Background: an optimization exercise with open tools, aiming at small area. Do not read the settings as production practice. Only simulation tests tie the RTL to the original design; equivalence was not proved.

job 7596:
// ecc_dec
module ecc_dec (
    input  wire         clk,
    input  wire         rst,
    input  wire         in_valid,
    input  wire [639:0] line_in,
    input  wire [45:0]  addr,
    output reg          out_valid,
    output reg  [511:0] data_out,
    output reg          err,
    output reg  [2:0]   kind,
    output reg  [3:0]   device,
    output reg  [7:0]   syn0,
    output reg  [7:0]   syn1,
    output reg  [7:0]   swmask
);
==> flow/config.mk <==
export PLATFORM = sky130hd
export DESIGN_NAME = ecc_dec
export DESIGN_NICKNAME = ecc_dec
export VERILOG_FILES = /design/flow/design.v
export SDC_FILE = /design/flow/constraint.sdc
export NUM_CORES = 4
export LEC_CHECK = 0
export CAP_MARGIN = 20
export CORE_AREA = 2 2 288 288
export CTS_CLUSTER_DIAMETER = 120
export CTS_CLUSTER_SIZE = 20
export DIE_AREA = 0 0 290 290
export PLACE_DENSITY = 0.8
export SLEW_MARGIN = 20
==> flow/constraint.sdc <==
create_clock -name core_clock -period 6.0 [get_ports {clk}]
set_input_delay 1.2000 -clock core_clock [delete_from_list [all_inputs] [get_ports {clk}]]
set_output_delay 1.2000 -clock core_clock [all_outputs]
set_load 0.01 [all_outputs]
standard.sh (not shown) runs the stock make flow with config.mk's settings and CLKGATE_MAP_FILE= SYNTH_SCRIPT=/design/flow/synth_recipe.tcl, a recipe that flattens the netlist after the stock synthesis.
==> flow/flow/run.sh <==
#!/bin/bash
# The standard layout (standard.sh) with these changes:
# - synthesis: the standard script, but abc maps with flow/map.abc (an
#   area-oriented mapping that keeps the design's xor structure) instead of
#   ORFS's speed script; flip-flops are mapped as in the standard synthesis
# - the 3-input xor/xnor cells are left out (two 2-input cells are smaller)
# - the port buffers are buf_1 cells (the resizer upsizes those on critical
#   paths) and the pins may sit one track apart, for a smaller die
export BUFFER_PORTS_ARGS="-buffer_cell sky130_fd_sc_hd__buf_1"
export PLACE_PINS_ARGS="-min_distance 1 -min_distance_in_tracks"
export ABC_SCRIPT_FILE=$PWD/flow/map.abc
bash standard.sh "DONT_USE_CELLS=sky130_fd_sc_hd__probe_p_8 sky130_fd_sc_hd__probec_p_8 sky130_fd_sc_hd__lpflow_bleeder_1 sky130_fd_sc_hd__lpflow_clkbufkapwr_1 sky130_fd_sc_hd__lpflow_clkbufkapwr_16 sky130_fd_sc_hd__lpflow_clkbufkapwr_2 sky130_fd_sc_hd__lpflow_clkbufkapwr_4 sky130_fd_sc_hd__lpflow_clkbufkapwr_8 sky130_fd_sc_hd__lpflow_clkinvkapwr_1 sky130_fd_sc_hd__lpflow_clkinvkapwr_16 sky130_fd_sc_hd__lpflow_clkinvkapwr_2 sky130_fd_sc_hd__lpflow_clkinvkapwr_4 sky130_fd_sc_hd__lpflow_clkinvkapwr_8 sky130_fd_sc_hd__lpflow_decapkapwr_12 sky130_fd_sc_hd__lpflow_decapkapwr_3 sky130_fd_sc_hd__lpflow_decapkapwr_4 sky130_fd_sc_hd__lpflow_decapkapwr_6 sky130_fd_sc_hd__lpflow_decapkapwr_8 sky130_fd_sc_hd__lpflow_inputiso0n_1 sky130_fd_sc_hd__lpflow_inputiso0p_1 sky130_fd_sc_hd__lpflow_inputiso1n_1 sky130_fd_sc_hd__lpflow_inputiso1p_1 sky130_fd_sc_hd__lpflow_inputisolatch_1 sky130_fd_sc_hd__lpflow_isobufsrc_1 sky130_fd_sc_hd__lpflow_isobufsrc_16 sky130_fd_sc_hd__lpflow_isobufsrc_2 sky130_fd_sc_hd__lpflow_isobufsrc_4 sky130_fd_sc_hd__lpflow_isobufsrc_8 sky130_fd_sc_hd__lpflow_isobufsrckapwr_16 sky130_fd_sc_hd__lpflow_lsbuf_lh_hl_isowell_tap_1 sky130_fd_sc_hd__lpflow_lsbuf_lh_hl_isowell_tap_2 sky130_fd_sc_hd__lpflow_lsbuf_lh_hl_isowell_tap_4 sky130_fd_sc_hd__lpflow_lsbuf_lh_isowell_4 sky130_fd_sc_hd__lpflow_lsbuf_lh_isowell_tap_1 sky130_fd_sc_hd__lpflow_lsbuf_lh_isowell_tap_2 sky130_fd_sc_hd__lpflow_lsbuf_lh_isowell_tap_4 sky130_fd_sc_hd__xor3_1 sky130_fd_sc_hd__xor3_2 sky130_fd_sc_hd__xor3_4 sky130_fd_sc_hd__xnor3_1 sky130_fd_sc_hd__xnor3_2 sky130_fd_sc_hd__xnor3_4" SYNTH_SCRIPT=$PWD/flow/synth.tcl finish > standard.log 2>&1
Other scripts of this flow, unchanged in this note and not shown: flow/flow/map.abc, flow/flow/synth.tcl
Job 7596 completed; timing, DRC and antenna clean
## Diff of input files: job 1365 against job 7596
# job 7596
export LEC_CHECK = 0
export CAP_MARGIN = 20
export CORE_AREA = 2 2 288 288
export CTS_CLUSTER_DIAMETER = 120
export CTS_CLUSTER_SIZE = 20
export DIE_AREA = 0 0 290 290
export PLACE_DENSITY = 0.8
export SLEW_MARGIN = 20
create_clock -name core_clock -period 6.0 [get_ports {clk}]
# job 1365
export LEC_CHECK = 0
export CAP_MARGIN = 20
export CORE_AREA = 2 2 288 288
export CTS_CLUSTER_DIAMETER = 120
export CTS_CLUSTER_SIZE = 20
export DIE_AREA = 0 0 290 290
export PLACE_DENSITY = 0.7
export SLEW_MARGIN = 20
create_clock -name core_clock -period 6.0 [get_ports {clk}]
==> summary.txt <==
Re critical path depth: job 1365 is 7 up on job 7596. Job 7596 → job 1365: worst-path maximum fanout decreased by 15 relative to the old numbers. Clock transition at the registers of the reported paths of job 7596 is on par with job 1365. Compared job 7596 against job 1365; area taken by multi-input logic gates within noise.
## Diff of input files: job 5037 against job 1365
# job 1365
export LEC_CHECK = 0
export CAP_MARGIN = 20
export CORE_AREA = 2 2 288 288
export CTS_CLUSTER_DIAMETER = 120
export CTS_CLUSTER_SIZE = 20
export DIE_AREA = 0 0 290 290
export PLACE_DENSITY = 0.7
export SLEW_MARGIN = 20
create_clock -name core_clock -period 6.0 [get_ports {clk}]
# job 5037
export LEC_CHECK = 0
export CAP_MARGIN = 10
export CORE_AREA = 2 2 288 288
export CTS_CLUSTER_DIAMETER = 120
export CTS_CLUSTER_SIZE = 20
export DIE_AREA = 0 0 290 290
export PLACE_DENSITY = 0.7
export SLEW_MARGIN = 10
create_clock -name core_clock -period 6.0 [get_ports {clk}]
[summary]
- Job 1365 → job 5037: overall via count from detail_route essentially unchanged, summed area of non-filler cells in the final layout neither gained nor lost much, fraction of layout instances using a drive strength above 1 ~0 delta.
- Clock-buffer cell count: job 5037 vs job 1365 down about 7%
- Share of the clock period used by the worst path, job 1365 and job 5037: higher on job 5037
Modified inputs, job 5675 compared to job 5037
# job 5037
export LEC_CHECK = 0
export CAP_MARGIN = 10
export CORE_AREA = 2 2 288 288
export CTS_CLUSTER_DIAMETER = 120
export CTS_CLUSTER_SIZE = 20
export DIE_AREA = 0 0 290 290
export PLACE_DENSITY = 0.7
export SLEW_MARGIN = 10
create_clock -name core_clock -period 6.0 [get_ports {clk}]
# job 5675
export LEC_CHECK = 0
export CAP_MARGIN = 20
export CORE_AREA = 2 2 273 273
export CTS_CLUSTER_DIAMETER = 120
export CTS_CLUSTER_SIZE = 20
export DIE_AREA = 0 0 275 275
export PLACE_DENSITY = 0.75
export SLEW_MARGIN = 20
create_clock -name core_clock -period 6.0 [get_ports {clk}]
Out of job 5037 and job 5675, the only run to close with the timing, DRC and antenna checks passing was job 5037. Looking at job 5037 and job 5675, the distinct cell type count after synthesis is a wash. Between job 5675 and job 5037, the post-synthesis cell area does not differ in any meaningful way. Delta (job 5675 minus job 5037): placed cell count now sits lower; estimated wirelength of the detail-placed design went up by 0.93%; quantity of hold-fixing buffers added after cts closely matched the old numbers. Cell area after placement: job 5037 vs job 5675 — no meaningful difference. When job 5675 is measured against job 5037, its die outline height turns out 5.2% lower.
diff inputs: job 5675 => job 8204
# job 5675
export LEC_CHECK = 0
export CAP_MARGIN = 20
export CORE_AREA = 2 2 273 273
export CTS_CLUSTER_DIAMETER = 120
export CTS_CLUSTER_SIZE = 20
export DIE_AREA = 0 0 275 275
export PLACE_DENSITY = 0.75
export SLEW_MARGIN = 20
create_clock -name core_clock -period 6.0 [get_ports {clk}]
# job 8204
export LEC_CHECK = 0
export CAP_MARGIN = 20
export CORE_AREA = 2 2 288 288
export CTS_CLUSTER_DIAMETER = 150
export CTS_CLUSTER_SIZE = 25
export DIE_AREA = 0 0 290 290
export PLACE_DENSITY = 0.7
export SLEW_MARGIN = 20
create_clock -name core_clock -period 6.0 [get_ports {clk}]
--- outcome ---
Diff job 8204..job 5675 | total nets after synthesis | unchanged
Job 8204 finished end to end and its layout was clean on timing, DRC and antenna.
Job 5675 -> job 8204: count of instances resized after the clock tree is built delta 0, exact match
Job 8204 against job 5675: placed standard-cell area saw little to no change; number of port buffers saw little to no change; level count of the clock H-tree dropped 1; post-placement cell count rose 1.2%.
Taking job 5675 as the reference point, the die boundary width of job 8204 rises by 5.5%.
Taking job 5675 over job 8204, the TritonCTS buffer count ratio works out to 1.3.
Comparing job 8204 against job 5675, there is no change at all in number of clock sinks.

port drivers added, routing unchanged:
The flow's constraints put no driver on any port. The routed layouts listed below were extracted and timed again, unchanged, in two steps. Step 1 (the two cells are an assumption about what drives the block):
set clk [get_ports {clk}]
set_driving_cell -lib_cell sky130_fd_sc_hd__clkbuf_16 $clk
set_driving_cell -lib_cell sky130_fd_sc_hd__buf_2 [delete_from_list [all_inputs] $clk]
Step 2, shift: input delay + t, output delay - t, t = (earliest + latest rising clock arrival at the registers) / 2. This alone moves slack from input paths to output paths. Slacks: no drivers / after step 1 / after step 2; pairs: no drivers / after step 1.
| run | t, ns | setup WS [ns] | latest minus earliest clock arrival (ns) |
|---|---|---|---|
| job 7596 | 0.669 | 0.443 / 0.375 / 0.088 | 0.026 / 0.026 |
| job 1365 | 0.665 | 0.458 / 0.507 / -0.158 | 0.026 / 0.027 |
| job 5037 | 0.669 | 0.352 / 0.401 / -0.267 | 0.026 / 0.025 |
| job 8204 | 0.714 | 0.517 / 0.563 / -0.150 | 0.040 / 0.039 |
Met with ideal ports but missed after step 2: setup timing in job 1365, job 5037 and job 8204. The setup slack of job 8204, which loses most, moves by +0.046 ns with the drivers and by -0.667 ns with both steps.
